Source: an optimization exercise on an open RTL-to-GDS flow (aim: small area, a short achievable clock period and few clock cycles per item). Production flows keep margins and buffers that such runs may drop.
The RTL was checked by simulation tests, not by an equivalence proof against the original design.

==> flow/run.sh <==
#!/bin/bash
# synth_recipe.tcl (not shown) runs the flow's synth.tcl, then flattens the netlist and writes it again
# the make line also repeats each setting of config.mk as NAME=value (left out here)
make -C /OpenROAD-flow-scripts/flow DESIGN_CONFIG=/design/flow/config.mk WORK_HOME=/design/flow/orfs CLKGATE_MAP_FILE= SYNTH_SCRIPT=/design/flow/synth_recipe.tcl finish
==> flow/config.mk <==
export PLATFORM = sky130hd
export DESIGN_NAME = limiter
export DESIGN_NICKNAME = limiter
export VERILOG_FILES = /design/flow/design.v
export SDC_FILE = /design/flow/constraint.sdc
export NUM_CORES = 4
export LEC_CHECK = 0
export CAP_MARGIN = 20
export CORE_MARGIN = 2
export CORE_UTILIZATION = 40
export SETUP_SLACK_MARGIN = 4.0
export SLEW_MARGIN = 20
==> flow/constraint.sdc <==
create_clock -name core_clock -period 13.0 [get_ports {clk}]
set_input_delay 2.6000 -clock core_clock [delete_from_list [all_inputs] [get_ports {clk}]]
set_output_delay 2.6000 -clock core_clock [all_outputs]
set_load 0.01 [all_outputs]
==> flow/design.v <==
module limiter (
    input  wire        clk,
    input  wire        rst,
    input  wire [5:0]  la,         
    input  wire        in_valid,
    output wire        in_ready,
    input  wire [31:0] x,          
    input  wire [30:0] thr,        
    input  wire [30:0] k,          
    output wire        out_valid,
    input  wire        out_ready,
    output wire [31:0] y,          
    output wire [28:0] gr          
);
    localparam [28:0] ONE = 29'h1000_0000;       
    localparam [27:0] CUTS = (28'd1 << 5) | (28'd1 << 10) | (28'd1 << 15) | (28'd1 << 20) | (28'd1 << 25);
    function integer stage_start;
        input integer r;
        integer j;
        begin
            stage_start = 0;
            for (j = 1; j < r; j = j + 1)
                if (CUTS[j]) stage_start = j;
        end
    endfunction
    reg  [5:0]  la_r;
    reg  [29:0] mrec_r;          
    reg  [2:0]  lsh_r;           
    reg  [29:0] mrec;
    reg  [2:0]  lsh;
    always @(*) begin
        case (la)
        6'd0:  begin mrec = 30'd536870912;  lsh = 3'd0; end
        6'd1:  begin mrec = 30'd536870912;  lsh = 3'd1; end
        6'd2:  begin mrec = 30'd715827883;  lsh = 3'd2; end
        6'd3:  begin mrec = 30'd536870912;  lsh = 3'd2; end
        6'd4:  begin mrec = 30'd858993460;  lsh = 3'd3; end
        6'd5:  begin mrec = 30'd715827883;  lsh = 3'd3; end
        6'd6:  begin mrec = 30'd613566757;  lsh = 3'd3; end
        6'd7:  begin mrec = 30'd536870912;  lsh = 3'd3; end
        6'd8:  begin mrec = 30'd954437177;  lsh = 3'd4; end
        6'd9:  begin mrec = 30'd858993460;  lsh = 3'd4; end
        6'd10: begin mrec = 30'd780903145;  lsh = 3'd4; end
        6'd11: begin mrec = 30'd715827883;  lsh = 3'd4; end
        6'd12: begin mrec = 30'd660764200;  lsh = 3'd4; end
        6'd13: begin mrec = 30'd613566757;  lsh = 3'd4; end
        6'd14: begin mrec = 30'd572662307;  lsh = 3'd4; end
        6'd15: begin mrec = 30'd536870912;  lsh = 3'd4; end
        6'd16: begin mrec = 30'd1010580541; lsh = 3'd5; end
        6'd17: begin mrec = 30'd954437177;  lsh = 3'd5; end
        6'd18: begin mrec = 30'd904203642;  lsh = 3'd5; end
        6'd19: begin mrec = 30'd858993460;  lsh = 3'd5; end
        6'd20: begin mrec = 30'd818089009;  lsh = 3'd5; end
        6'd21: begin mrec = 30'd780903145;  lsh = 3'd5; end
        6'd22: begin mrec = 30'd746950835;  lsh = 3'd5; end
        6'd23: begin mrec = 30'd715827883;  lsh = 3'd5; end
        6'd24: begin mrec = 30'd687194768;  lsh = 3'd5; end
        6'd25: begin mrec = 30'd660764200;  lsh = 3'd5; end
        6'd26: begin mrec = 30'd636291452;  lsh = 3'd5; end
        6'd27: begin mrec = 30'd613566757;  lsh = 3'd5; end
        6'd28: begin mrec = 30'd592409283;  lsh = 3'd5; end
        6'd29: begin mrec = 30'd572662307;  lsh = 3'd5; end
        6'd30: begin mrec = 30'd554189329;  lsh = 3'd5; end
        6'd31: begin mrec = 30'd536870912;  lsh = 3'd5; end
        default: begin mrec = 30'd1041204193; lsh = 3'd6; end
        endcase
    end
    always @(posedge clk) begin
        la_r   <= la;
        mrec_r <= mrec;
        lsh_r  <= lsh;
    end
    wire pipe_adv;               
    wire loop_adv;               
    wire [31:0] ax_in = x[31] ? 32'd0 - x : x;
    reg  [4:0]  nz;
    integer zi;
    always @(*) begin
        nz = 5'd0;
        for (zi = 0; zi < 32; zi = zi + 1)
            if (ax_in[zi]) nz = 5'd31 - zi[4:0];
    end
    reg         i_v, i_big;
    reg  [31:0] i_x, i_an, i_bn;
    reg  [30:0] i_k;
    always @(posedge clk) begin
        if (rst)
            i_v <= 1'b0;
        else if (pipe_adv)
            i_v <= in_valid;
        if (pipe_adv) begin
            i_x   <= x;
            i_k   <= k;
            i_big <= ax_in > {1'b0, thr};
            i_bn  <= ax_in << nz;
            i_an  <= {1'b0, thr} << nz;
        end
    end
    wire        rv  [0:28];
    wire [31:0] rx  [0:28];
    wire [30:0] rk  [0:28];
    wire        rbg [0:28];
    wire [31:0] rbn [0:28];
    wire [34:0] rs  [0:28];
    wire [34:0] rc  [0:28];
    wire [27:0] rqp [0:28];
    wire [27:0] rqn [0:28];
    wire [28:0] rQ  [0:28];
    wire [28:0] rQM [0:28];
    wire [27:0] rDP [0:28];
    wire [27:0] rDN [0:28];
    genvar gi;
    generate
        for (gi = 0; gi < 28; gi = gi + 1) begin : row
            wire        v_i, bg_i;
            wire [31:0] x_i, bn_i;
            wire [30:0] k_i;
            wire [34:0] s_i, c_i;
            wire [27:0] qp_i, qn_i;
            wire [28:0] Q_i, QM_i;
            wire [27:0] dp_i, dn_i;
            if (gi == 0) begin : first
                assign v_i = i_v; assign x_i = i_x; assign k_i = i_k; assign bg_i = i_big;
                assign bn_i = i_bn; assign s_i = {3'b000, i_an}; assign c_i = 35'd0;
                assign qp_i = 28'd0; assign qn_i = 28'd0;
                assign Q_i = 29'd0; assign QM_i = 29'h1000_0000;
                assign dp_i = 28'd0; assign dn_i = 28'd0;
            end else if (CUTS[gi]) begin : cut
                localparam integer A  = stage_start(gi);
                localparam integer A2 = stage_start(A);
                localparam [28:0] UO = 29'd1 << (28 - A2);
                localparam [28:0] UN = 29'd1 << (28 - A);
                wire [28:0] dd   = {1'b0, rDP[gi]} - {1'b0, rDN[gi]};
                wire [28:0] dlo  = dd & (UO - 29'd1);
                wire [28:0] base = dd[28] ? rQM[gi] : rQ[gi];
                wire [28:0] cq   = base | dlo;
                wire [28:0] cqm  = (dd == 29'd0) ? (rQM[gi] | (UO - UN)) : (base | (dlo - UN));
                reg  [28:0] Q_q, QM_q;
                reg  [27:0] dp_q, dn_q;
                reg        v_q, bg_q;
                reg [31:0] x_q, bn_q;
                reg [30:0] k_q;
                reg [34:0] s_q, c_q;
                always @(posedge clk) begin
                    if (rst)
                        v_q <= 1'b0;
                    else if (pipe_adv)
                        v_q <= rv[gi];
                    if (pipe_adv) begin
                        x_q <= rx[gi]; k_q <= rk[gi]; bg_q <= rbg[gi]; bn_q <= rbn[gi];
                        s_q <= rs[gi]; c_q <= rc[gi]; Q_q <= cq; QM_q <= cqm;
                        dp_q <= rqp[gi]; dn_q <= rqn[gi];
                    end
                end
                assign v_i = v_q; assign x_i = x_q; assign k_i = k_q; assign bg_i = bg_q;
                assign bn_i = bn_q; assign s_i = s_q; assign c_i = c_q;
                assign qp_i = 28'd0; assign qn_i = 28'd0;
                assign Q_i = Q_q; assign QM_i = QM_q;
                assign dp_i = dp_q; assign dn_i = dn_q;
            end else begin : pass
                assign v_i = rv[gi]; assign x_i = rx[gi]; assign k_i = rk[gi]; assign bg_i = rbg[gi];
                assign bn_i = rbn[gi]; assign s_i = rs[gi]; assign c_i = rc[gi];
                assign qp_i = rqp[gi]; assign qn_i = rqn[gi];
                assign Q_i = rQ[gi]; assign QM_i = rQM[gi];
                assign dp_i = rDP[gi]; assign dn_i = rDN[gi];
            end
            wire [34:0] s2  = {s_i[33:0], 1'b0};
            wire [34:0] c2  = {c_i[33:0], 1'b0};
            wire        qpos, qneg;
            if (gi == 0 || CUTS[gi]) begin : direct
                wire [3:0] est = s2[34:31] + c2[34:31];
                assign qpos = ~est[3];
                assign qneg = est[3] & ~(&est[2:0]);
            end else begin : spec
                assign qpos = row[gi-1].pp_p ? row[gi-1].np_p : row[gi-1].pn_p ? row[gi-1].nn_p : row[gi-1].nz_p;
                assign qneg = row[gi-1].pp_p ? row[gi-1].np_n : row[gi-1].pn_p ? row[gi-1].nn_n : row[gi-1].nz_n;
            end
            wire        pp_p = qpos;
            wire        pn_p = qneg;
            wire [34:0] op  = qpos ? ~{3'b000, bn_i} : (qneg ? {3'b000, bn_i} : 35'd0);
            wire [34:0] cy  = (s2 & c2) | (s2 & op) | (c2 & op);
            wire [34:0] opp = ~{3'b000, bn_i};
            wire [34:0] opn = {3'b000, bn_i};
            wire [34:0] sp_ = s2 ^ c2 ^ opp;
            wire [34:0] cp_ = (s2 & c2) | (s2 & opp) | (c2 & opp);
            wire [34:0] sn_ = s2 ^ c2 ^ opn;
            wire [34:0] cn_ = (s2 & c2) | (s2 & opn) | (c2 & opn);
            wire [34:0] sz_ = s2 ^ c2;
            wire [34:0] cz_ = s2 & c2;
            wire [3:0]  ep  = sp_[33:30] + cp_[32:29];
            wire [3:0]  en  = sn_[33:30] + cn_[32:29];
            wire [3:0]  ez  = sz_[33:30] + cz_[32:29];
            wire        np_p = ~ep[3], np_n = ep[3] & ~(&ep[2:0]);
            wire        nn_p = ~en[3], nn_n = en[3] & ~(&en[2:0]);
            wire        nz_p = ~ez[3], nz_n = ez[3] & ~(&ez[2:0]);
            assign rv[gi+1]  = v_i;
            assign rx[gi+1]  = x_i;
            assign rk[gi+1]  = k_i;
            assign rbg[gi+1] = bg_i;
            assign rbn[gi+1] = bn_i;
            assign rs[gi+1]  = s2 ^ c2 ^ op;
            assign rc[gi+1]  = {cy[33:0], qpos};
            assign rqp[gi+1] = qp_i | ({27'd0, qpos} << (27 - gi));
            assign rqn[gi+1] = qn_i | ({27'd0, qneg} << (27 - gi));
            assign rQ[gi+1]  = Q_i;
            assign rQM[gi+1] = QM_i;
            assign rDP[gi+1] = dp_i;
            assign rDN[gi+1] = dn_i;
        end
    endgenerate
    localparam integer AE  = stage_start(28);
    localparam integer AE2 = stage_start(AE);
    localparam [28:0] UOE2 = 29'd1 << (28 - AE2);
    localparam [28:0] UOE  = 29'd1 << (28 - AE);
    wire [28:0] ed   = {1'b0, rDP[28]} - {1'b0, rDN[28]};
    wire [28:0] elo  = ed & (UOE2 - 29'd1);
    wire [28:0] ebas = ed[28] ? rQM[28] : rQ[28];
    wire [28:0] eq   = ebas | elo;
    wire [28:0] eqm  = (ed == 29'd0) ? (rQM[28] | (UOE2 - UOE)) : (ebas | (elo - UOE));
    wire [34:0] wfin = rs[28] + rc[28];
    wire        wneg = wfin[34];
    wire [28:0] fd   = {1'b0, rqp[28]} - {1'b0, rqn[28]};
    wire [28:0] flo  = fd & (UOE - 29'd1);
    wire [28:0] fbas = fd[28] ? eqm : eq;
    wire [28:0] fq   = fbas | flo;
    wire [28:0] fqm  = (fd == 29'd0) ? (eqm | (UOE - 29'd1)) : (fbas | (flo - 29'd1));
    wire [28:0] gn_d = rbg[28] ? {1'b0, (wneg ? fqm[27:0] : fq[27:0])} : ONE;
    reg         p_v, p_bg;
    reg  [31:0] p_x;
    reg  [30:0] p_k;
    reg  [31:0] p_kp;            
    reg  [28:0] p_gn;
    always @(posedge clk) begin
        if (rst)
            p_v <= 1'b0;
        else if (pipe_adv)
            p_v <= rv[28];
        if (pipe_adv) begin
            p_x   <= rx[28];
            p_k   <= rk[28];
            p_kp  <= 32'h8000_0000 - {1'b0, rk[28]};
            p_bg  <= rbg[28];
            p_gn  <= gn_d;
        end
    end
    reg  [28:0] g, s, t;
    reg  [5:0]  h;
    reg         qdone;
    reg         qa;              
    reg  [28:0] dnum_r;
    reg  [29:0] qp;              
    reg         y_v;             
    reg  [31:0] leave_r;
    reg         o_v;
    reg  [31:0] o_y;
    reg  [28:0] o_g;
    wire        out_free = ~o_v | out_ready;
    wire        lt       = p_gn < g;
    wire        need_q   = lt & ~qdone;
    assign loop_adv = p_v & ~need_q & (~y_v | out_free);
    assign pipe_adv = ~p_v | loop_adv;
    assign in_ready = pipe_adv & ~rst;
    wire [28:0] dnum  = g - p_gn + {23'd0, la_r};
    wire [29:0] qsh   = qp >> lsh_r;
    wire [28:0] qv    = qsh[28:0];
    wire [60:0] rel;
    lim_mul_rel u_rel (.a(qa ? dnum_r : g), .b(qa ? {2'b00, mrec_r} : p_kp),
                       .c(qa ? 59'd0 : {p_k, 28'd0}), .p(rel));
    wire [28:0] g_rel = rel[59:31];
    wire        use_q = qdone && (qv > s);
    wire [28:0] s1  = use_q ? qv : s;
    wire [28:0] t1  = (qdone && p_gn < t) ? p_gn : t;
    wire [29:0] gms = {1'b0, g} - {1'b0, s};
    wire [29:0] gmq = {1'b0, g} - {1'b0, qv};
    wire        hs  = gms[29] || ((gms[28:0] <= t) && (!qdone || gms[28:0] <= p_gn));
    wire        hq  = gmq[29] || ((gmq[28:0] <= t) && (gmq[28:0] <= p_gn));
    wire        hit = hs || (qdone && hq);
    wire [29:0] gs  = use_q ? gmq : gms;
    wire        s1nz = qdone || (s != 29'd0);      
    wire [5:0]  h1 = p_bg ? la_r + 6'd1 : h;
    wire [31:0] x_cur = p_x;
    wire [4:0]  segsel = (la_r[5]) ? 5'b11111 : la_r[4:0];
    wire        seg_e  = la_r[5];
    reg  [31:0] l0 [0:0];
    reg  [31:0] l1 [0:1];
    reg  [31:0] l2 [0:3];
    reg  [31:0] l3 [0:7];
    reg  [31:0] l4 [0:15];
    reg  [31:0] l5 [0:0];
    wire [31:0] c0 = x_cur;
    wire [31:0] c1 = segsel[0] ? l0[0]  : c0;
    wire [31:0] c2 = segsel[1] ? l1[1]  : c1;
    wire [31:0] c3 = segsel[2] ? l2[3]  : c2;
    wire [31:0] c4 = segsel[3] ? l3[7]  : c3;
    wire [31:0] c5 = segsel[4] ? l4[15] : c4;
    wire [31:0] c6 = seg_e     ? l5[0]  : c5;
    reg  [5:0]  fill;            
    wire [31:0] leave = (fill >= la_r) ? c6 : 32'd0;
    integer i;
    always @(posedge clk) begin
        if (loop_adv) begin
            l0[0] <= c0;
            l1[0] <= c1;
            for (i = 1; i < 2; i = i + 1) l1[i] <= l1[i-1];
            l2[0] <= c2;
            for (i = 1; i < 4; i = i + 1) l2[i] <= l2[i-1];
            l3[0] <= c3;
            for (i = 1; i < 8; i = i + 1) l3[i] <= l3[i-1];
            l4[0] <= c4;
            for (i = 1; i < 16; i = i + 1) l4[i] <= l4[i-1];
            l5[0] <= c5;
            leave_r <= leave;
        end
        if (rst)
            fill <= 6'd0;
        else if (loop_adv && fill != 6'd32)
            fill <= fill + 6'd1;
    end
    always @(posedge clk) begin
        if (rst) begin
            g     <= ONE;
            s     <= 29'd0;
            t     <= ONE;
            h     <= 6'd0;
            qdone <= 1'b0;
            qa    <= 1'b0;
            y_v   <= 1'b0;
        end else begin
            if (p_v && need_q && !qa) begin
                qa     <= 1'b1;
                dnum_r <= dnum;
            end
            if (qa) begin
                qa    <= 1'b0;
                qp    <= rel[58:29];
                qdone <= 1'b1;
            end
            if (loop_adv) begin
                qdone <= 1'b0;
                if (s1nz) begin
                    h <= h1;
                    if (hit) begin
                        g <= t1;
                        s <= 29'd0;
                        t <= ONE;
                    end else begin
                        g <= gs[28:0];
                        s <= s1;
                        t <= t1;
                    end
                end else if (h1 != 6'd0) begin
                    h <= h1 - 6'd1;
                end else begin
                    h <= h1;
                    g <= g_rel;
                end
            end
            if (loop_adv)
                y_v <= 1'b1;
            else if (out_free)
                y_v <= 1'b0;
        end
    end
    wire [61:0] yprod;
    lim_mul_y u_y (.a(leave_r), .b(g), .p(yprod));
    always @(posedge clk) begin
        if (rst)
            o_v <= 1'b0;
        else if (y_v && out_free)
            o_v <= 1'b1;
        else if (out_ready)
            o_v <= 1'b0;
        if (y_v && out_free) begin
            o_y <= yprod[59:28];
            o_g <= g;
        end
    end
    assign out_valid = o_v;
    assign y         = o_y;
    assign gr        = o_g;
endmodule
module lim_mul_rel (input wire [28:0] a, input wire [31:0] b, input wire [58:0] c, output wire [60:0] p);
    wire [34:0] bx = {2'd0, b, 1'b0};
    wire [30:0] a1 = {1'b0, 1'b0, a};
    wire [30:0] a2 = {1'b0, a, 1'b0};
    wire [2:0] d0 = bx[2:0];
    wire one0 = d0[0] ^ d0[1];
    wire two0 = (d0 == 3'b011) | (d0 == 3'b100);
    wire neg0 = d0[2] & ~(d0 == 3'b111);
    wire [30:0] r0 = ({31{one0}} & a1 | {31{two0}} & a2) ^ {31{neg0}};
    wire [60:0] t0 = {30'd0, ~r0[30], r0[29:0]} << 0;
    wire [2:0] d1 = bx[4:2];
    wire one1 = d1[0] ^ d1[1];
    wire two1 = (d1 == 3'b011) | (d1 == 3'b100);
    wire neg1 = d1[2] & ~(d1 == 3'b111);
    wire [30:0] r1 = ({31{one1}} & a1 | {31{two1}} & a2) ^ {31{neg1}};
    wire [60:0] t1 = {30'd0, ~r1[30], r1[29:0]} << 2;
    wire [2:0] d2 = bx[6:4];
    wire one2 = d2[0] ^ d2[1];
    wire two2 = (d2 == 3'b011) | (d2 == 3'b100);
    wire neg2 = d2[2] & ~(d2 == 3'b111);
    wire [30:0] r2 = ({31{one2}} & a1 | {31{two2}} & a2) ^ {31{neg2}};
    wire [60:0] t2 = {30'd0, ~r2[30], r2[29:0]} << 4;
    wire [2:0] d3 = bx[8:6];
    wire one3 = d3[0] ^ d3[1];
    wire two3 = (d3 == 3'b011) | (d3 == 3'b100);
    wire neg3 = d3[2] & ~(d3 == 3'b111);
    wire [30:0] r3 = ({31{one3}} & a1 | {31{two3}} & a2) ^ {31{neg3}};
    wire [60:0] t3 = {30'd0, ~r3[30], r3[29:0]} << 6;
    wire [2:0] d4 = bx[10:8];
    wire one4 = d4[0] ^ d4[1];
    wire two4 = (d4 == 3'b011) | (d4 == 3'b100);
    wire neg4 = d4[2] & ~(d4 == 3'b111);
    wire [30:0] r4 = ({31{one4}} & a1 | {31{two4}} & a2) ^ {31{neg4}};
    wire [60:0] t4 = {30'd0, ~r4[30], r4[29:0]} << 8;
    wire [2:0] d5 = bx[12:10];
    wire one5 = d5[0] ^ d5[1];
    wire two5 = (d5 == 3'b011) | (d5 == 3'b100);
    wire neg5 = d5[2] & ~(d5 == 3'b111);
    wire [30:0] r5 = ({31{one5}} & a1 | {31{two5}} & a2) ^ {31{neg5}};
    wire [60:0] t5 = {30'd0, ~r5[30], r5[29:0]} << 10;
    wire [2:0] d6 = bx[14:12];
    wire one6 = d6[0] ^ d6[1];
    wire two6 = (d6 == 3'b011) | (d6 == 3'b100);
    wire neg6 = d6[2] & ~(d6 == 3'b111);
    wire [30:0] r6 = ({31{one6}} & a1 | {31{two6}} & a2) ^ {31{neg6}};
    wire [60:0] t6 = {30'd0, ~r6[30], r6[29:0]} << 12;
    wire [2:0] d7 = bx[16:14];
    wire one7 = d7[0] ^ d7[1];
    wire two7 = (d7 == 3'b011) | (d7 == 3'b100);
    wire neg7 = d7[2] & ~(d7 == 3'b111);
    wire [30:0] r7 = ({31{one7}} & a1 | {31{two7}} & a2) ^ {31{neg7}};
    wire [60:0] t7 = {30'd0, ~r7[30], r7[29:0]} << 14;
    wire [2:0] d8 = bx[18:16];
    wire one8 = d8[0] ^ d8[1];
    wire two8 = (d8 == 3'b011) | (d8 == 3'b100);
    wire neg8 = d8[2] & ~(d8 == 3'b111);
    wire [30:0] r8 = ({31{one8}} & a1 | {31{two8}} & a2) ^ {31{neg8}};
    wire [60:0] t8 = {30'd0, ~r8[30], r8[29:0]} << 16;
    wire [2:0] d9 = bx[20:18];
    wire one9 = d9[0] ^ d9[1];
    wire two9 = (d9 == 3'b011) | (d9 == 3'b100);
    wire neg9 = d9[2] & ~(d9 == 3'b111);
    wire [30:0] r9 = ({31{one9}} & a1 | {31{two9}} & a2) ^ {31{neg9}};
    wire [60:0] t9 = {30'd0, ~r9[30], r9[29:0]} << 18;
    wire [2:0] d10 = bx[22:20];
    wire one10 = d10[0] ^ d10[1];
    wire two10 = (d10 == 3'b011) | (d10 == 3'b100);
    wire neg10 = d10[2] & ~(d10 == 3'b111);
    wire [30:0] r10 = ({31{one10}} & a1 | {31{two10}} & a2) ^ {31{neg10}};
    wire [60:0] t10 = {30'd0, ~r10[30], r10[29:0]} << 20;
    wire [2:0] d11 = bx[24:22];
    wire one11 = d11[0] ^ d11[1];
    wire two11 = (d11 == 3'b011) | (d11 == 3'b100);
    wire neg11 = d11[2] & ~(d11 == 3'b111);
    wire [30:0] r11 = ({31{one11}} & a1 | {31{two11}} & a2) ^ {31{neg11}};
    wire [60:0] t11 = {30'd0, ~r11[30], r11[29:0]} << 22;
    wire [2:0] d12 = bx[26:24];
    wire one12 = d12[0] ^ d12[1];
    wire two12 = (d12 == 3'b011) | (d12 == 3'b100);
    wire neg12 = d12[2] & ~(d12 == 3'b111);
    wire [30:0] r12 = ({31{one12}} & a1 | {31{two12}} & a2) ^ {31{neg12}};
    wire [60:0] t12 = {30'd0, ~r12[30], r12[29:0]} << 24;
    wire [2:0] d13 = bx[28:26];
    wire one13 = d13[0] ^ d13[1];
    wire two13 = (d13 == 3'b011) | (d13 == 3'b100);
    wire neg13 = d13[2] & ~(d13 == 3'b111);
    wire [30:0] r13 = ({31{one13}} & a1 | {31{two13}} & a2) ^ {31{neg13}};
    wire [60:0] t13 = {30'd0, ~r13[30], r13[29:0]} << 26;
    wire [2:0] d14 = bx[30:28];
    wire one14 = d14[0] ^ d14[1];
    wire two14 = (d14 == 3'b011) | (d14 == 3'b100);
    wire neg14 = d14[2] & ~(d14 == 3'b111);
    wire [30:0] r14 = ({31{one14}} & a1 | {31{two14}} & a2) ^ {31{neg14}};
    wire [60:0] t14 = {30'd0, ~r14[30], r14[29:0]} << 28;
    wire [2:0] d15 = bx[32:30];
    wire one15 = d15[0] ^ d15[1];
    wire two15 = (d15 == 3'b011) | (d15 == 3'b100);
    wire neg15 = d15[2] & ~(d15 == 3'b111);
    wire [30:0] r15 = ({31{one15}} & a1 | {31{two15}} & a2) ^ {31{neg15}};
    wire [60:0] t15 = {30'd0, ~r15[30], r15[29:0]} << 30;
    wire [2:0] d16 = bx[34:32];
    wire one16 = d16[0] ^ d16[1];
    wire two16 = (d16 == 3'b011) | (d16 == 3'b100);
    wire neg16 = d16[2] & ~(d16 == 3'b111);
    wire [30:0] r16 = ({31{one16}} & a1 | {31{two16}} & a2) ^ {31{neg16}};
    wire [60:0] t16 = {30'd0, r16} << 32;
    wire [60:0] nv = ({60'd0, neg0} << 0) | ({60'd0, neg1} << 2) | ({60'd0, neg2} << 4) | ({60'd0, neg3} << 6) | ({60'd0, neg4} << 8) | ({60'd0, neg5} << 10) | ({60'd0, neg6} << 12) | ({60'd0, neg7} << 14) | ({60'd0, neg8} << 16) | ({60'd0, neg9} << 18) | ({60'd0, neg10} << 20) | ({60'd0, neg11} << 22) | ({60'd0, neg12} << 24) | ({60'd0, neg13} << 26) | ({60'd0, neg14} << 28) | ({60'd0, neg15} << 30) | ({60'd0, neg16} << 32);
    assign p = t0 + t1 + t2 + t3 + t4 + t5 + t6 + t7 + t8 + t9 + t10 + t11 + t12 + t13 + t14 + t15 + t16 + nv + 61'd768614336762478592 + {2'd0, c};
endmodule
module lim_mul_y (input wire [31:0] a, input wire [28:0] b, output wire [61:0] p);
    wire [30:0] bx = {1'd0, b, 1'b0};
    wire [33:0] a1 = {a[31], a[31], a};
    wire [33:0] a2 = {a[31], a, 1'b0};
    wire [2:0] d0 = bx[2:0];
    wire one0 = d0[0] ^ d0[1];
    wire two0 = (d0 == 3'b011) | (d0 == 3'b100);
    wire neg0 = d0[2] & ~(d0 == 3'b111);
    wire [33:0] r0 = ({34{one0}} & a1 | {34{two0}} & a2) ^ {34{neg0}};
    wire [61:0] t0 = {28'd0, ~r0[33], r0[32:0]} << 0;
    wire [2:0] d1 = bx[4:2];
    wire one1 = d1[0] ^ d1[1];
    wire two1 = (d1 == 3'b011) | (d1 == 3'b100);
    wire neg1 = d1[2] & ~(d1 == 3'b111);
    wire [33:0] r1 = ({34{one1}} & a1 | {34{two1}} & a2) ^ {34{neg1}};
    wire [61:0] t1 = {28'd0, ~r1[33], r1[32:0]} << 2;
    wire [2:0] d2 = bx[6:4];
    wire one2 = d2[0] ^ d2[1];
    wire two2 = (d2 == 3'b011) | (d2 == 3'b100);
    wire neg2 = d2[2] & ~(d2 == 3'b111);
    wire [33:0] r2 = ({34{one2}} & a1 | {34{two2}} & a2) ^ {34{neg2}};
    wire [61:0] t2 = {28'd0, ~r2[33], r2[32:0]} << 4;
    wire [2:0] d3 = bx[8:6];
    wire one3 = d3[0] ^ d3[1];
    wire two3 = (d3 == 3'b011) | (d3 == 3'b100);
    wire neg3 = d3[2] & ~(d3 == 3'b111);
    wire [33:0] r3 = ({34{one3}} & a1 | {34{two3}} & a2) ^ {34{neg3}};
    wire [61:0] t3 = {28'd0, ~r3[33], r3[32:0]} << 6;
    wire [2:0] d4 = bx[10:8];
    wire one4 = d4[0] ^ d4[1];
    wire two4 = (d4 == 3'b011) | (d4 == 3'b100);
    wire neg4 = d4[2] & ~(d4 == 3'b111);
    wire [33:0] r4 = ({34{one4}} & a1 | {34{two4}} & a2) ^ {34{neg4}};
    wire [61:0] t4 = {28'd0, ~r4[33], r4[32:0]} << 8;
    wire [2:0] d5 = bx[12:10];
    wire one5 = d5[0] ^ d5[1];
    wire two5 = (d5 == 3'b011) | (d5 == 3'b100);
    wire neg5 = d5[2] & ~(d5 == 3'b111);
    wire [33:0] r5 = ({34{one5}} & a1 | {34{two5}} & a2) ^ {34{neg5}};
    wire [61:0] t5 = {28'd0, ~r5[33], r5[32:0]} << 10;
    wire [2:0] d6 = bx[14:12];
    wire one6 = d6[0] ^ d6[1];
    wire two6 = (d6 == 3'b011) | (d6 == 3'b100);
    wire neg6 = d6[2] & ~(d6 == 3'b111);
    wire [33:0] r6 = ({34{one6}} & a1 | {34{two6}} & a2) ^ {34{neg6}};
    wire [61:0] t6 = {28'd0, ~r6[33], r6[32:0]} << 12;
    wire [2:0] d7 = bx[16:14];
    wire one7 = d7[0] ^ d7[1];
    wire two7 = (d7 == 3'b011) | (d7 == 3'b100);
    wire neg7 = d7[2] & ~(d7 == 3'b111);
    wire [33:0] r7 = ({34{one7}} & a1 | {34{two7}} & a2) ^ {34{neg7}};
    wire [61:0] t7 = {28'd0, ~r7[33], r7[32:0]} << 14;
    wire [2:0] d8 = bx[18:16];
    wire one8 = d8[0] ^ d8[1];
    wire two8 = (d8 == 3'b011) | (d8 == 3'b100);
    wire neg8 = d8[2] & ~(d8 == 3'b111);
    wire [33:0] r8 = ({34{one8}} & a1 | {34{two8}} & a2) ^ {34{neg8}};
    wire [61:0] t8 = {28'd0, ~r8[33], r8[32:0]} << 16;
    wire [2:0] d9 = bx[20:18];
    wire one9 = d9[0] ^ d9[1];
    wire two9 = (d9 == 3'b011) | (d9 == 3'b100);
    wire neg9 = d9[2] & ~(d9 == 3'b111);
    wire [33:0] r9 = ({34{one9}} & a1 | {34{two9}} & a2) ^ {34{neg9}};
    wire [61:0] t9 = {28'd0, ~r9[33], r9[32:0]} << 18;
    wire [2:0] d10 = bx[22:20];
    wire one10 = d10[0] ^ d10[1];
    wire two10 = (d10 == 3'b011) | (d10 == 3'b100);
    wire neg10 = d10[2] & ~(d10 == 3'b111);
    wire [33:0] r10 = ({34{one10}} & a1 | {34{two10}} & a2) ^ {34{neg10}};
    wire [61:0] t10 = {28'd0, ~r10[33], r10[32:0]} << 20;
    wire [2:0] d11 = bx[24:22];
    wire one11 = d11[0] ^ d11[1];
    wire two11 = (d11 == 3'b011) | (d11 == 3'b100);
    wire neg11 = d11[2] & ~(d11 == 3'b111);
    wire [33:0] r11 = ({34{one11}} & a1 | {34{two11}} & a2) ^ {34{neg11}};
    wire [61:0] t11 = {28'd0, ~r11[33], r11[32:0]} << 22;
    wire [2:0] d12 = bx[26:24];
    wire one12 = d12[0] ^ d12[1];
    wire two12 = (d12 == 3'b011) | (d12 == 3'b100);
    wire neg12 = d12[2] & ~(d12 == 3'b111);
    wire [33:0] r12 = ({34{one12}} & a1 | {34{two12}} & a2) ^ {34{neg12}};
    wire [61:0] t12 = {28'd0, ~r12[33], r12[32:0]} << 24;
    wire [2:0] d13 = bx[28:26];
    wire one13 = d13[0] ^ d13[1];
    wire two13 = (d13 == 3'b011) | (d13 == 3'b100);
    wire neg13 = d13[2] & ~(d13 == 3'b111);
    wire [33:0] r13 = ({34{one13}} & a1 | {34{two13}} & a2) ^ {34{neg13}};
    wire [61:0] t13 = {28'd0, ~r13[33], r13[32:0]} << 26;
    wire [2:0] d14 = bx[30:28];
    wire one14 = d14[0] ^ d14[1];
    wire two14 = (d14 == 3'b011) | (d14 == 3'b100);
    wire neg14 = d14[2] & ~(d14 == 3'b111);
    wire [33:0] r14 = ({34{one14}} & a1 | {34{two14}} & a2) ^ {34{neg14}};
    wire [61:0] t14 = {28'd0, ~r14[33], r14[32:0]} << 28;
    wire [61:0] nv = ({61'd0, neg0} << 0) | ({61'd0, neg1} << 2) | ({61'd0, neg2} << 4) | ({61'd0, neg3} << 6) | ({61'd0, neg4} << 8) | ({61'd0, neg5} << 10) | ({61'd0, neg6} << 12) | ({61'd0, neg7} << 14) | ({61'd0, neg8} << 16) | ({61'd0, neg9} << 18) | ({61'd0, neg10} << 20) | ({61'd0, neg11} << 22) | ({61'd0, neg12} << 24) | ({61'd0, neg13} << 26) | ({61'd0, neg14} << 28);
    assign p = t0 + t1 + t2 + t3 + t4 + t5 + t6 + t7 + t8 + t9 + t10 + t11 + t12 + t13 + t14 + nv + 62'd1537228675672440832;
endmodule
==> results.yml, run 1 <==
synthesis:
  synth_area_leaders: "edfxtp_1, fa_1, ha_1, inv_1, xnor2_1"
  syn_area_sq_mm: 0.190
  synth_top_area_share_pct: 37.7
  synth_edf_count: 2386
  synthArstFlopShare_pct: 0
  yosysTopAreaCell: "edfxtp_1"
  synth_cell_types: 98
  yosysWarnings: 7
  ys_ff_latch: 2534
  syn-num-nets: 19800
  synth.avg_cell_area_sq_um: 11.4
  ys_seq_area_share_pct: 39.3
  synthFlopType: "edfxtp_1"
  synthCells: 16700
route:
  dr.pass1.iters: 7
  wire_per_inst_um: 23.0
  drtIter0Drc: 11800
  remaining_drc_errors: 0
  antenna_left: 0
  postRouteWirelength_um: 535000
  via_per_inst: 5.45
  num_vias: 127000
worst_setup_path:
  slowest_delay_ps: 620
  r2r_start: "row[20].genblk1.cut.s_q[30]$_DFFE_PN_"
  worstReg2RegEnd: "row[25].genblk1.cut.s_q[17]$_DFFE_PN_"
  cpMaxStageDelayCell: "fa_2"
  crit_cells: 41
  crit_path_end_kind: "flop"
  path_delay_family: "adder cells"
  critPathRequiredTime_ps: 13660
  crit_fanout: 8
  crit_top_cell: "buf_12"
  crit_end: "row[25].genblk1.cut.s_q[17]$_DFFE_PN_"
  path_buf_inv: 10
  worstPathArrival_ps: 9480
  reg2reg_depth: 41
  critPathKind: "reg -> reg"
  start_kind: "flop"
  cp-startpoint: "row[20].genblk1.cut.s_q[30]$_DFFE_PN_"
  ff2ff_setup_slack_ps: 4180
clock_tree:
  cts.path.max_buffers: 4
  cts_tree: "done"
  clk_pin_slew_ps: 60
  cts_num_sinks: 2534
  cts_made_buffers: 287
  insertion_delay_ps: 970
  root_buffer: "clkbuf_16"
  htree_levels: 5
die:
  initial_core_util_pct: 40.1
  fp-row-count: 253
  fp.dieArea_sq_mm: 0.481
  die_h_um: 693
  die_x_um: 693
  num_io_pins: 167
  core-area_sq_mm: 0.474
global_routing:
  grt_usage_pct: 21.2
  grt_max_degree: 194
  grt_pass1_vias: 128000
  grt_overflow: 0
  grt_pass1_wl_um: 792000
  antenna_found_initial: 21
timing:
  finalHoldViolCount: 0
  worst_slack_ps: 4180
  slew_violations: 0
  fin_crit_ps: 8820
  fmax_mhz: 113
  grt_setup_unrepaired: "true"
  maxSlewHeadroom_pct: 24.9
  finalSetupViolCount: 0
  final.period_utilization_pct: 67.9
  finClkSkew_ps: 113
  tightestPinTransition_ps: 1120
run_status:
  status: "timing/DRC/antenna clean"
placement:
  dp_hpwl_um: 374000
  portBuffers: 166
  dp_slack_ps: 1570
  dp_cells: 22400
  routabilityCongestion: 0.944
flow_run:
  drv_cap: 0
min_path:
  hold_class: "reg -> reg"
cells_and_area:
  layout-drive-gt1-share_pct: 11.4
  instances_no_fill: 23300
  syn2layout_area_growth_pct: 13.3
  finalNetCount: 20000
==> logic make-up after synthesis <==
kind of cell             count (synthesis)  share of synthesized area, %
AO/OA/AOI/OAI                         3365                          11.4
flip-flops                            2534                          39.3
XOR/XNOR                              1360                          6.33
adder cells (fa/ha/maj)               3044                          27.2
multiplexers                           613                          3.54
buffers and inverters                 3274                          6.52
AND/OR/NAND/NOR                       2470                          5.77
other                                    1                       0.00197
==> registers in the layout, summed over array words and instances, names as in the netlist, 50 cells and up <==
register / count
row.genblk1.cut.bn_q: 160
l3: 256
rQM: 50
rQ: 50
l2: 128
l1: 64
row.c_i: 165
row.genblk1.cut.x_q: 160
row.genblk1.cut.s_q: 170
l4: 512
row.genblk1.cut.k_q: 155
==> Yosys cell counts (all sizes together) (104+ instances only) <==
master / count
edfxtp: 2386
inv: 2248
fa: 1801
ha: 1243
a21oi: 931
xnor2: 914
nor2: 906
a22oi: 893
clkbuf: 878
nand2: 840
o21ai: 606
xor2: 437
mux2i: 330
mux2: 263
a21o: 256
dfxtp: 148
buf: 138
nor3: 121
nand3: 105
nor2b: 104
==> through the flow <==
stage               instance area (sq um)  hold slack, ps  TNS [ps]  utilization [%]
floorplan                          190000             400  -3135880                -
global placement                   199000             400         0             41.9
detailed placement                 199000             405         0             41.9
CTS                                210000             386         0             44.4
global route                       215000             399         0             45.4
finish                             215000             376         0             45.4
==> layout by cell type, fill, tap and decap left out, drive strengths merged, types with 163 or more instances in the layout <==
cell	netlist	layout
clkbuf	878	383
nor2	906	908
xnor2	914	914
o21ai	606	607
inv	2248	2247
clkdlybuf4s50	0	163
ha	1243	1243
a22oi	893	893
mux2i	330	330
mux2	263	286
xor2	437	437
edfxtp	2386	2386
fa	1801	1801
nand2	840	841
buf	138	637
a21o	256	256
a21oi	931	931
==> area by class of cell <==
type	count	area [sq um]
Clock buffer	356	7470
Timing Repair Buffer	835	8340
Sequential cell	2534	74600
Clock inverter	161	1710
Inverter	2258	8590
Multi-Input combinational cell	10900	107000
Tap cell	6247	7820
Fill cell	43100	259000
Antenna cell	9	22.5
Timing Repair inverter	1	7.51
==> worst min-delay path by stage <==
stage | start | endpoint | slack, ps | cells past startpoint
2_1_floorplan | l1[0][0]$_DFFE_PP_ | l1[1][0]$_DFFE_PP_ | 400 | 0
3_3_place_gp | l3[6][17]$_DFFE_PP_ | l3[7][17]$_DFFE_PP_ | 400 | 0
3_5_place_dp | l1[0][22]$_DFFE_PP_ | l1[1][22]$_DFFE_PP_ | 400 | 0
4_1_cts | l3[4][7]$_DFFE_PP_ | l3[5][7]$_DFFE_PP_ | 390 | 0
5_1_grt | l4[13][0]$_DFFE_PP_ | l4[14][0]$_DFFE_PP_ | 400 | 0
6_report | l3[4][7]$_DFFE_PP_ | l3[5][7]$_DFFE_PP_ | 380 | 0
==> timing repair <==
action,CTS,global route
endpoints found under the setup margin,482,410
gates resized for setup,282,484
buffers inserted,95,241
pin swaps,47,139
gates cloned,20,49
hold buffers,0,0
==> per-layer routing <==
metal / vias to the layer above / GRT usage [%] / wire, um
met2: 4602 / 34.3 / 247000
met5: - / 0 / 211
li1: 57500 / - / -
met3: 1064 / 3.40 / 39100
met1: 63700 / 28.9 / 227000
met4: 8 / 7.82 / 21300
Testbench counts, summed over its fixed seeds: cycles 12,836, items 12,000.
==> run 2: changes to the inputs <==
--- a/flow/design.v
+++ b/flow/design.v
@@ -75,9 +75,19 @@
     wire [31:0] ax_in = x[31] ? 32'd0 - x : x;
-    reg  [4:0]  nz;
-    integer zi;
-    always @(*) begin
-        nz = 5'd0;
-        for (zi = 0; zi < 32; zi = zi + 1)
-            if (ax_in[zi]) nz = 5'd31 - zi[4:0];
-    end
+    wire [31:0] na0 = ax_in;
+    wire [31:0] nt0 = {1'b0, thr};
+    wire        z16 = ~|na0[31:16];
+    wire [31:0] na1 = z16 ? {na0[15:0], 16'd0} : na0;
+    wire [31:0] nt1 = z16 ? {nt0[15:0], 16'd0} : nt0;
+    wire        z8  = ~|na1[31:24];
+    wire [31:0] na2 = z8  ? {na1[23:0], 8'd0} : na1;
+    wire [31:0] nt2 = z8  ? {nt1[23:0], 8'd0} : nt1;
+    wire        z4  = ~|na2[31:28];
+    wire [31:0] na3 = z4  ? {na2[27:0], 4'd0} : na2;
+    wire [31:0] nt3 = z4  ? {nt2[27:0], 4'd0} : nt2;
+    wire        z2  = ~|na3[31:30];
+    wire [31:0] na4 = z2  ? {na3[29:0], 2'd0} : na3;
+    wire [31:0] nt4 = z2  ? {nt3[29:0], 2'd0} : nt3;
+    wire        z1  = ~na4[31];
+    wire [31:0] na5 = z1  ? {na4[30:0], 1'd0} : na4;
+    wire [31:0] nt5 = z1  ? {nt4[30:0], 1'd0} : nt4;
     reg         i_v, i_big;
@@ -94,4 +104,4 @@
             i_big <= ax_in > {1'b0, thr};
-            i_bn  <= ax_in << nz;
-            i_an  <= {1'b0, thr} << nz;
+            i_bn  <= na5;
+            i_an  <= nt5;
         end
==> run 2 against run 1 <==
Compared with the run above: global-route usage is 0.20 points higher; routed wire length is 1.6% lower; critical path type unchanged; non-clock buffer count fell by 147; via count is 1.0% lower; still clean on timing, DRC and antenna.
==> results.yml, run 2 <==
cells_and_area:
  final_common_cell: "edfxtp_1"
  top_regs: "l4 (512), l3 (256), row.genblk1.cut.s_q (170)"
  layout-drive-gt1-share_pct: 10.0
  syn2layout_area_growth_pct: 11.5
  largest_reg_flops: 512
  finalNetCount: 19700
  top_register: "l4"
  layout_common_cells: "edfxtp_1, inv_1, fa_1"
worst_setup_path:
  critPathRequiredTime_ps: 13630
  critPathKind: "reg -> reg"
  start_kind: "flop"
  r2r_start: "row[20].c_i[30]$_DFFE_PN_"
  crit_top_cell: "fa_2"
  cp-startpoint: "row[20].c_i[30]$_DFFE_PN_"
  crit_fanout: 5
  cpMaxStageDelayCell: "fa_1"
  worstPathArrival_ps: 9600
  slowest_delay_ps: 560
  ff2ff_setup_slack_ps: 4030
  crit_path_end_kind: "flop"
clock_tree:
  cts_tree: "done"
  hold_buffers: 0
  clk_pin_slew_ps: 60
  insertion_delay_ps: 970
  cts_num_sinks: 2534
  cts_made_buffers: 285
  cts.path.max_buffers: 4
  htree_levels: 5
  root_buffer: "clkbuf_16"
timing:
  finalSetupViolCount: 0
  slew_violations: 0
  fin_crit_ps: 8970
  finClkSkew_ps: 83.1
  finalHoldViolCount: 0
  maxSlewHeadroom_pct: 19.1
  final.period_utilization_pct: 69.0
  grt_setup_unrepaired: "true"
  finalSetupTns_ps: 0
  hold_slack_ps: 356
  fmax_mhz: 112
  tightestPinTransition_ps: 1210
synthesis:
  synth_most_common_cell: "edfxtp_1"
  ys_ff_latch: 2534
  synth_edf_count: 2386
  synth_top_area_share_pct: 37.7
  ys_seq_area_share_pct: 39.2
  synth_cell_types: 109
  synthTopCellsByCount: "edfxtp_1, inv_1, fa_1, ha_1, xnor2_1"
  synthFlopType: "edfxtp_1"
  synthCells: 16600
  yosysTopAreaCell: "edfxtp_1"
  synth_area_leaders: "edfxtp_1, fa_1, ha_1, xnor2_1, inv_1"
  syn_area_sq_mm: 0.190
  synthArstFlopShare_pct: 0
  yosysWarnings: 7
  syn-num-nets: 19700
  synth.avg_cell_area_sq_um: 11.5
die:
  die_h_um: 694
  initial_core_util_pct: 40.1
  fp-row-count: 253
  fp.dieArea_sq_mm: 0.481
  core-area_sq_mm: 0.474
  die_x_um: 694
  num_io_pins: 167
global_routing:
  grt_usage_pct: 21.4
  grt_overflow: 0
  grt_max_degree: 199
  antenna_found_initial: 18
  grt_pass1_vias: 128000
  grt_pass1_wl_um: 798000
min_path:
  hold_class: "reg -> reg"
  hp-start: "row[20].genblk1.cut.x_q[12]$_DFFE_PN_"
flow_run:
  drv_cap: 0
route:
  remaining_drc_errors: 0
  postRouteWirelength_um: 526000
  via_per_inst: 5.45
  dr.pass1.iters: 6
  antenna_left: 0
  drtIter0Drc: 11600
  wire_per_inst_um: 22.8
  num_vias: 126000
placement:
  portBuffers: 166
  routabilityCongestion: 0.951
  dp_hpwl_um: 379000
run_status:
  status: "timing/DRC/antenna clean"
run 2: cell types whose count changed after synthesis, moves of 25 or more:
cell / previous run / this run
buf_1: 104 / 129
nand2_1: 840 / 950
nor2_1: 905 / 755
xnor2_1: 914 / 974
or3_1: 34 / 74
a21oi_1: 931 / 785
mux2i_1: 327 / 381
o21ai_0: 565 / 620
xor2_1: 437 / 356
clkbuf_1: 877 / 827
run 2: repair_timing:
item | CTS | global route
setup buffers | 95 | 122
endpoints found under the setup margin | 464 | 425
pin swaps | 58 | 92
gates cloned | 16 | 14
gates resized for setup | 257 | 268
run 2: final cells by class:
cell class / count / area [sq um]
clock inverters: 165 / 1640
well taps: 6247 / 7820
repair inverters: 3 / 25.0
flip-flops and latches: 2534 / 74600
multi-input cells: 10800 / 106000
fillers: 43600 / 262000
clock buffers: 333 / 7370
diodes: 7 / 17.5
inverters: 2253 / 8590
repair buffers: 688 / 6510
run 2: kinds of logic after synthesis:
kind of cell,Yosys count,share of synthesized area (%)
muxes,678,3.87
AOI/OAI and AO/OA,3254,11.2
DFF,2534,39.2
other,1,0.00197
buffers and inverters,3246,6.45
adders and majority gates,3042,27.1
xor gates and xnor gates,1343,6.28
and+or+nand+nor,2486,5.87
run 2: through the flow:
stage / cells / area, sq um / util, % / setup slack (ps)
finish: 23000 / 212000 / 44.7 / 4030
global route: 23000 / 212000 / 44.7 / 3730
CTS: 22900 / 210000 / 44.3 / 3990
detailed placement: 22300 / 199000 / 41.9 / 1870
global placement: 22300 / 199000 / 41.9 / 2030
floorplan: 16600 / 190000 / - / -9070
run 2: worst max-delay path: cells and delay by family (launching register included):
kind	cells	cell delay, ps
AND/OR/NAND/NOR	6	950
flip-flops	1	450
multiplexers	3	830
buffers and inverters	7	760
XOR/XNOR	1	180
adder cells (fa/ha/maj)	9	3680
AO/OA/AOI/OAI	10	1840
run 2: path summary, 6_finish.rpt:
| check | endpoint | depth (start not counted) |
|---|---|---|
| worst max-delay path | row[25].genblk1.cut.s_q[13]$_DFFE_PN_ | 36 |
| worst min-delay path | row[25].genblk1.cut.x_q[12]$_DFFE_PN_ | 0 |
| worst max register to register | row[25].genblk1.cut.s_q[13]$_DFFE_PN_ | 36 |
| worst min register to register | row[25].genblk1.cut.x_q[12]$_DFFE_PN_ | 0 |
run 2: metal layers:
layer  up-vias  share of wire, %  track usage, %
met3      1024               6.9            3.34
met1     63100                43            29.6
li1      56900                 -               -
met5         -            0.0044               0
met2      4486                46            34.4
met4         4               3.8            7.43
Testbench counts of run 2, summed over its fixed seeds: cycles 12,836, items 12,000.
==> run 3: changes to the inputs <==
--- a/flow/config.mk
+++ b/flow/config.mk
@@ -10,2 +10,3 @@
 export CORE_UTILIZATION = 40
+export CTS_BUF_LIST = sky130_fd_sc_hd__clkbuf_4 sky130_fd_sc_hd__clkbuf_8
 export SETUP_SLACK_MARGIN = 4.0
==> run 3 against run 2 <==
Compared with the run above: non-clock buffer count increased by 38; still clean; routed wire length increased by 0.98%.
==> results.yml, run 3 <==
run_status:
  status: "timing/DRC/antenna clean"
worst_setup_path:
  crit_fanout: 5
  crit_path_end_kind: "flop"
  cpMaxStageDelayCell: "fa_2"
  critPathKind: "reg -> reg"
  critPathRequiredTime_ps: 13820
  slowest_delay_ps: 630
  worstPathArrival_ps: 9670
  start_kind: "flop"
timing:
  finalSetupViolCount: 0
  slew_violations: 0
  finalSetupTns_ps: 0
  grt_setup_unrepaired: "true"
  finalHoldViolCount: 0
  fmax_mhz: 113
  finClkSkew_ps: 174
  maxSlewHeadroom_pct: 22.0
  fin_crit_ps: 8850
  final.period_utilization_pct: 68.1
  tightestPinTransition_ps: 1160
synthesis:
  synth_mux_area_share_pct: 3.87
  synthFlopType: "edfxtp_1"
  synthArstFlopShare_pct: 0
  ys_seq_area_share_pct: 39.2
  synth_area_leaders: "edfxtp_1, fa_1, ha_1, xnor2_1, inv_1"
  synth_top_area_share_pct: 37.7
  syn_area_sq_mm: 0.190
  synth_compound_area_share_pct: 11.2
  ys_ff_latch: 2534
  yosysTopAreaCell: "edfxtp_1"
  synth_edf_count: 2386
  synthSimpleGateAreaFrac_pct: 5.87
  yosysWarnings: 7
  synth_most_common_cell: "edfxtp_1"
  synthTopCellsByCount: "edfxtp_1, inv_1, fa_1, ha_1, xnor2_1"
  syn-num-nets: 19700
  synth_top_family_by_area: "adder cells"
  synthAdderAreaFrac_pct: 27.1
  synthXorXnorAreaFrac_pct: 6.28
  synth.avg_cell_area_sq_um: 11.5
  synth_cell_types: 109
  synthCells: 16600
cells_and_area:
  layout-drive-gt1-share_pct: 11.8
  instances_no_fill: 23300
  top_register: "l4"
  finalNetCount: 19900
  final_common_cell: "edfxtp_1"
  top_regs: "l4 (512), l3 (256), row.genblk1.cut.s_q (170)"
  layout_common_cells: "edfxtp_1, inv_1, fa_1"
  syn2layout_area_growth_pct: 11.8
  fin_area_sq_mm: 0.213
  largest_reg_flops: 512
  postLayoutCoreUtil_pct: 44.8
route:
  antenna_left: 0
  postRouteWirelength_um: 531000
  wire_per_inst_um: 22.8
  drtIter0Drc: 11400
  via_per_inst: 5.43
  dr.pass1.iters: 8
  num_vias: 127000
  remaining_drc_errors: 0
clock_tree:
  cts_made_buffers: 422
  insertion_delay_ps: 1170
  cts_num_sinks: 2534
  root_buffer: "clkbuf_8"
  clk_pin_slew_ps: 70
  cts_tree: "done"
  cts.path.max_buffers: 4
  htree_levels: 5
flow_run:
  drv_cap: 0
placement:
  dp_cells: 22300
  routabilityCongestion: 0.951
  portBuffers: 166
  placed_cell_area_sq_mm: 0.199
  dp_hpwl_um: 379000
global_routing:
  grt_usage_pct: 21.5
  grt_pass1_wl_um: 802000
  antenna_found_initial: 17
  grt_pass1_vias: 129000
  grt_overflow: 0
  grt_max_degree: 199
die:
  fp.dieArea_sq_mm: 0.481
  core-area_sq_mm: 0.474
  num_io_pins: 167
  fp-row-count: 253
  die_x_um: 694
  die_h_um: 694
  initial_core_util_pct: 40.1
min_path:
  hold_class: "reg -> reg"
run 3: cell counts after synthesis:
Identical to the previous run, type by type.
run 3: worst paths after layout:
kind,start,end,slack (ps),cells past startpoint
max,row[20].c_i[30]$_DFFE_PN_,row[25].genblk1.cut.s_q[4]$_DFFE_PN_,4150,37
min,l4[6][15]$_DFFE_PP_,l4[7][15]$_DFFE_PP_,300,0
max reg2reg,row[20].c_i[30]$_DFFE_PN_,row[25].genblk1.cut.s_q[4]$_DFFE_PN_,4150,37
min reg2reg,l4[6][15]$_DFFE_PP_,l4[7][15]$_DFFE_PP_,300,0
run 3: kinds of logic (layout without fill, tap and decap cells):
group	count (synthesis)	count (layout)
adders and majority gates	3042	3042
AOI/OAI and AO/OA	3254	3257
DFF	2534	2534
buffers and inverters	3246	3736
xor gates and xnor gates	1343	1343
other	1	5
and+or+nand+nor	2486	2490
muxes	678	679
run 3: metrics by stage:
step | hold slack, ps | setup WS [ps]
4_1_cts | 294 | 4010
5_1_grt | 358 | 3840
3_5_place_dp | 405 | 1870
6_report | 296 | 4150
3_3_place_gp | 400 | 2030
2_1_floorplan | 400 | -9070
run 3: area by class of cell:
cell class,instances,area [sq um]
fill,43700,262000
multi-input combinational,10800,106000
sequential,2534,74600
inverter,2253,8600
tap,6247,7820
timing repair buffer,726,7090
clock buffer,558,6880
clock inverter,196,1500
timing repair inverter,3,25.0
antenna,4,10.0
run 3: metal layers:
layer | wire [um] | track usage (%)
met1 | 228000 | 29.5
met2 | 245000 | 34.5
met3 | 36500 | 3.39
met4 | 21700 | 8.08
met5 | 11 | 0
run 3: timing repair:
item,4_1_cts,5_1_grt
gates cloned,16,26
setup buffers,86,155
resized for setup,247,380
pin swaps,54,139
hold buffers,0,0
endpoints found under the setup margin,463,408
run 3: critical path: cells and delay by family (launching register included):
kind            cells  cell delay (ps)
compound gates     10             1820
buf+inv             8              920
fa+ha+maj           9             3520
flops               1              450
xor+xnor            1              150
simple gates        6              960
mux                 3              830
==> run 4: changes to the inputs <==
--- a/flow/config.mk
+++ b/flow/config.mk
@@ -9,4 +9,3 @@
 export CORE_MARGIN = 2
-export CORE_UTILIZATION = 40
-export CTS_BUF_LIST = sky130_fd_sc_hd__clkbuf_4 sky130_fd_sc_hd__clkbuf_8
+export CORE_UTILIZATION = 55
 export SETUP_SLACK_MARGIN = 4.0
==> run 4 against run 3 <==
Compared with the run above: sequential cell count did not move; largest cell class unchanged; final area shrank 0.28%; die area is 27% lower; still clean on timing, DRC and antenna; final cell count down 8.1%; clock skew decreased by 66 ps; worst setup slack worse by 170 ps; fmax shrank 1.9%; critical endpoint is now row[25].genblk1.cut.s_q[9]$_DFFE_PN_; first-iteration DRC count grew 9.4%; synthesized cell count unchanged.
==> results.yml, run 4 <==
cells_and_area:
  final_common_cell: "edfxtp_1"
  fin_area_sq_mm: 0.212
  top_register: "l4"
  top_regs: "l4 (512), l3 (256), row.genblk1.cut.s_q (170)"
  instances_no_fill: 21400
  finalNetCount: 19800
  fillCellCount: 27600
  layout-drive-gt1-share_pct: 10.9
  largest_reg_flops: 512
  layout_common_cells: "edfxtp_1, inv_1, fa_1"
  syn2layout_area_growth_pct: 11.4
synthesis:
  yosysWarnings: 7
  ys_seq_area_share_pct: 39.2
  syn_area_sq_mm: 0.190
  synthTopCellsByCount: "edfxtp_1, inv_1, fa_1, ha_1, xnor2_1"
  synth_cell_types: 109
  synth_area_leaders: "edfxtp_1, fa_1, ha_1, xnor2_1, inv_1"
  synthFlopType: "edfxtp_1"
  synth_top_area_share_pct: 37.7
  yosysTopAreaCell: "edfxtp_1"
  synth_most_common_cell: "edfxtp_1"
  ys_ff_latch: 2534
  synthCells: 16600
  syn-num-nets: 19700
  synth_edf_count: 2386
  synthArstFlopShare_pct: 0
  synth.avg_cell_area_sq_um: 11.5
worst_setup_path:
  slowest_delay_ps: 550
  ff2ff_setup_slack_ps: 3980
  crit_top_cell: "buf_6"
  critPathKind: "reg -> reg"
  crit_fanout: 5
  reg2reg_depth: 41
  crit_path_end_kind: "flop"
  critPathRequiredTime_ps: 13610
  worstReg2RegEnd: "row[25].genblk1.cut.s_q[9]$_DFFE_PN_"
  start_kind: "flop"
  worstPathArrival_ps: 9630
  r2r_start: "row[20].genblk1.cut.s_q[30]$_DFFE_PN_"
  cpMaxStageDelayCell: "fa_1"
route:
  dr.pass1.iters: 9
  via_per_inst: 5.91
  num_vias: 127000
  postRouteWirelength_um: 534000
  antenna_left: 0
  wire_per_inst_um: 24.9
  remaining_drc_errors: 0
  drtIter0Drc: 12400
timing:
  maxSlewHeadroom_pct: 27.6
  grt_setup_unrepaired: "true"
  slew_violations: 0
  finalSetupViolCount: 0
  tightestPinTransition_ps: 1080
  fin_crit_ps: 9020
  finalSetupTns_ps: 0
  fmax_mhz: 111
  finalHoldViolCount: 0
  finClkSkew_ps: 108
  final.period_utilization_pct: 69.4
flow_run:
  drv_cap: 0
global_routing:
  grt_usage_pct: 30.1
  use_met1_pct: 43.4
  grt_pass1_wl_um: 800000
  busiest_layer: "met2"
  grtUsageMet2_pct: 45.7
  antenna_found_initial: 21
  gr-usage-met3_pct: 6.15
  grt_pass1_vias: 127000
  grt_max_degree: 201
  grt_overflow: 0
clock_tree:
  cts_tree: "done"
  clk_pin_slew_ps: 60
  cts_made_buffers: 285
  cts_num_sinks: 2534
  htree_levels: 5
  root_buffer: "clkbuf_16"
  cts.path.max_buffers: 4
  insertion_delay_ps: 960
min_path:
  hold_depth: 0
  hold_path_end: "row[25].genblk1.cut.x_q[24]$_DFFE_PN_"
  hp-start: "row[20].genblk1.cut.x_q[24]$_DFFE_PN_"
  hold_class: "reg -> reg"
die:
  initial_core_util_pct: 55.4
  num_io_pins: 167
  die_h_um: 592
  die_x_um: 592
  fp-row-count: 215
  core-area_sq_mm: 0.344
  fp.dieArea_sq_mm: 0.351
run_status:
  status: "timing/DRC/antenna clean"
placement:
  placed_cell_area_sq_mm: 0.197
  dp_cells: 20600
  dp_hpwl_um: 373000
  portBuffers: 166
  routabilityCongestion: 0.977
-- run 4: timing repair --
action	in CTS	in global routing
setup buffers	104	153
resized for setup	314	417
gates cloned	25	25
pin swaps	68	163
hold buffers	0	0
endpoints found under the setup margin	493	436
-- run 4: worst max-delay path by stage --
stage                                                startpoint                               endpoint  slack, ps  depth (start not counted)
after floorplan                                       out_ready                  i_an[0]$_SDFFCE_PN0N_      -9070                          6
after global placement    row[25].genblk1.cut.s_q[31]$_DFFE_PN_                  p_gn[7]$_SDFFCE_PN0N_       2450                         38
after detailed placement  row[25].genblk1.cut.s_q[31]$_DFFE_PN_                  p_gn[7]$_SDFFCE_PN0N_       2280                         38
after CTS                             row[20].c_i[30]$_DFFE_PN_  row[25].genblk1.cut.s_q[20]$_DFFE_PN_       3950                         39
after global routing      row[20].genblk1.cut.s_q[30]$_DFFE_PN_   row[25].genblk1.cut.s_q[9]$_DFFE_PN_       3680                         41
final                     row[20].genblk1.cut.s_q[30]$_DFFE_PN_   row[25].genblk1.cut.s_q[9]$_DFFE_PN_       3980                         41
-- run 4: cells by family (layout without fill, tap and decap cells) --
logic type | Yosys count | after routing | synth area share, %
adders and majority gates | 3042 | 3042 | 27.1
and+or+nand+nor | 2486 | 2497 | 5.87
muxes | 678 | 685 | 3.87
buffers and inverters | 3246 | 3508 | 6.45
xor gates and xnor gates | 1343 | 1343 | 6.28
other | 1 | 9 | 0.00197
DFF | 2534 | 2534 | 39.2
AOI/OAI and AO/OA | 3254 | 3257 | 11.2
-- run 4: final cells by class --
| cell class | instances | area, sq um | share of cell area (%) |
|---|---|---|---|
| antenna | 8 | 20.0 | 0.00944 |
| sequential | 2534 | 74600 | 35.2 |
| tap | 4557 | 5700 | 2.69 |
| clock buffer | 350 | 7550 | 3.56 |
| multi-input combinational | 10800 | 107000 | 50.3 |
| timing repair buffer | 747 | 7410 | 3.50 |
| clock inverter | 158 | 1560 | 0.737 |
| inverter | 2253 | 8570 | 4.04 |
-- run 4: metrics by stage --
stage	util, %	hold slack, ps	setup WS [ps]
2_1_floorplan	-	400	-9070
3_3_place_gp	57.3	400	2450
3_5_place_dp	57.3	405	2280
4_1_cts	60.7	343	3950
5_1_grt	61.7	354	3680
6_report	61.7	351	3980
-- run 4: metal layers --
layer | wire length [um] | vias up
met5 | 97 | -
met1 | 234000 | 63600
met4 | 18000 | 14
met3 | 46900 | 1062
li1 | - | 57200
met2 | 236000 | 4929
-- run 4: critical path: cells and delay by family (launching register included) --
family / cells / cell delay, ps
AOI/OAI and AO/OA: 8 / 1230
xor gates and xnor gates: 1 / 190
adders and majority gates: 9 / 3730
buffers and inverters: 15 / 1630
DFF: 1 / 390
muxes: 2 / 520
and+or+nand+nor: 6 / 1020
==> run 5: changes to the inputs <==
--- a/flow/config.mk
+++ b/flow/config.mk
@@ -9,4 +9,4 @@
 export CORE_MARGIN = 2
-export CORE_UTILIZATION = 55
-export SETUP_SLACK_MARGIN = 4.0
+export CORE_UTILIZATION = 40
+export SETUP_SLACK_MARGIN = 4.5
 export SLEW_MARGIN = 20
==> run 5 against run 4 <==
Compared with the run above: critical path depth shrank 3; routed wire length grew 2.5%; synthesized cell count is the same; synthesized area is the same; utilization shrank 16 points; hold slack gained 43 ps; global-route usage shrank 8.2 points; critical endpoint is now row[25].genblk1.cut.s_q[3]$_DFFE_PN_.
==> results.yml, run 5 <==
synthesis:
  synth_area_leaders: "edfxtp_1, fa_1, ha_1, xnor2_1, inv_1"
  synth_edf_count: 2386
  synthCells: 16600
  syn-num-nets: 19700
  synthArstFlopShare_pct: 0
  synth_top_area_share_pct: 37.7
  yosysWarnings: 7
  synth.avg_cell_area_sq_um: 11.5
  syn_area_sq_mm: 0.190
  synthTopCellsByCount: "edfxtp_1, inv_1, fa_1, ha_1, xnor2_1"
  synth_cell_types: 109
die:
  fp-row-count: 253
  initial_core_util_pct: 40.1
  die_x_um: 694
timing:
  finalHoldViolCount: 0
  hold_slack_ps: 394
  finalSetupViolCount: 0
  grt_setup_unrepaired: "true"
  final.period_utilization_pct: 67.6
  worst_slack_ps: 4210
route:
  postRouteWirelength_um: 547000
  remaining_drc_errors: 0
  wire_per_inst_um: 23.5
  dr.pass1.iters: 6
global_routing:
  grt_overflow: 0
  grt_usage_pct: 21.9
  grt_max_degree: 214
  grt_pass1_wl_um: 812000
worst_setup_path:
  path_delay_family: "adder cells"
  slowest_delay_ps: 610
  r2r_start: "row[20].c_i[30]$_DFFE_PN_"
  critPathKind: "reg -> reg"
  path_buf_inv: 10
  worstPathArrival_ps: 9400
  start_kind: "flop"
  ff2ff_setup_slack_ps: 4210
  critPathRequiredTime_ps: 13610
min_path:
  hold_depth: 0
cells_and_area:
  layout_common_cells: "edfxtp_1, inv_1, fa_1"
  finalNetCount: 20000
  top_regs: "l4 (512), l3 (256), row.genblk1.cut.s_q (170)"
  largest_reg_flops: 512
  syn2layout_area_growth_pct: 14.9
  seqCellArea_sq_mm: 0.0747
run_status:
  status: "timing/DRC/antenna clean"
clock_tree:
  root_buffer: "clkbuf_16"
  insertion_delay_ps: 950
==> run 5: cell counts after synthesis <==
No cell type changed its count.
==> run 5: worst max-delay path by stage <==
stage                                            endpoint                                   from
global placement    row[20].genblk1.cut.s_q[13]$_DFFE_PN_  row[15].genblk1.cut.s_q[31]$_DFFE_PN_
floorplan                           i_an[0]$_SDFFCE_PN0N_                              out_ready
CTS                 row[25].genblk1.cut.s_q[27]$_DFFE_PN_              row[20].c_i[30]$_DFFE_PN_
global route         row[25].genblk1.cut.s_q[4]$_DFFE_PN_              row[20].c_i[30]$_DFFE_PN_
detailed placement  row[20].genblk1.cut.s_q[23]$_DFFE_PN_  row[15].genblk1.cut.s_q[31]$_DFFE_PN_
finish               row[25].genblk1.cut.s_q[3]$_DFFE_PN_              row[20].c_i[30]$_DFFE_PN_
==> run 5: layout make-up <==
| class | count | share of cell area [%] |
|---|---|---|
| multi-input cells | 10800 | 49.7 |
| flip-flops and latches | 2534 | 34.2 |
| clock buffers | 350 | 3.45 |
| clock inverters | 160 | 0.637 |
| inverters | 2253 | 3.95 |
| well taps | 6247 | 3.58 |
| repair buffers | 938 | 4.48 |
| repair inverters | 2 | 0.00801 |
| diodes | 9 | 0.0103 |
==> run 5: logic make-up after synthesis <==
logic type | share of synthesized area (%)
flip-flops | 39.2
XOR/XNOR | 6.28
buffers and inverters | 6.45
other | 0.00197
AND/OR/NAND/NOR | 5.87
adder cells (fa/ha/maj) | 27.1
AO/OA/AOI/OAI | 11.2
multiplexers | 3.87
==> run 5: metrics by stage <==
step                instance area, sq um  utilization, %
floorplan                         190000               -
global placement                  199000            41.9
detailed placement                199000            41.9
CTS                               213000            44.8
global route                      219000            46.1
finish                            219000            46.1
==> run 5: timing repair <==
item / in CTS / in global routing
pin swaps: 147 / 344
gates cloned: 35 / 38
endpoints found under the setup margin: 500 / 488
setup buffers: 210 / 229
gates resized for setup: 592 / 799
hold buffers: 0 / 0
==> run 5: routing by layer <==
metal	vias to the layer above	routed length, um	share of wire (%)	global-route usage, %
li1	57600	-	-	-
met1	64500	235000	43	30.5
met2	5056	249000	46	34.9
met3	1057	41400	7.6	3.27
met4	8	21500	3.9	7.66
met5	-	46	0.0084	0
==> run 5: worst reg2reg max path, delay by kind of cell (launching register included) <==
family | cells | cell delay, ps
compound gates | 13 | 2280
xor+xnor | 1 | 70
fa+ha+maj | 9 | 3560
buf+inv | 10 | 1210
flops | 1 | 420
mux | 1 | 150
simple gates | 4 | 890

## static timing again, ports no longer ideal
Ports are ideal in the flow. The routed layouts listed here were re-timed in OpenROAD.
Step 1 (the two cells are an assumption about what drives the block):
set clk [get_ports {clk}]
set_driving_cell -lib_cell sky130_fd_sc_hd__clkbuf_16 $clk
set_driving_cell -lib_cell sky130_fd_sc_hd__buf_2 [delete_from_list [all_inputs] $clk]
Step 2 times the ports against the registers' clock, not the clock port: input delays grow and output delays shrink by t, the midpoint of the rising clock arrivals with the driver on.
Three values: ideal ports, drivers, drivers and shift; two values: the first two.
run | shift t [ns] | setup WS [ns] | worst setup path after step 2 | worst data-port slew with drivers (ns)
run 1 | 1.022 | 4.177 / 4.177 / 3.620 | input to register | 0.11
run 2 | 1.028 | 4.032 / 4.032 / 3.521 | input to register | 0.12
run 3 | 1.210 | 4.149 / 4.149 / 3.558 | input to register | 0.12
run 4 | 1.014 | 3.982 / 3.982 / 3.549 | input to register | 0.10
run 5 | 1.004 | 4.206 / 4.206 / 3.946 | input to register | 0.13
After both steps setup and hold are still met in every run listed. For run 3, which loses most, drivers alone change the setup slack by 0.000 ns; drivers and shift together by -0.591 ns.
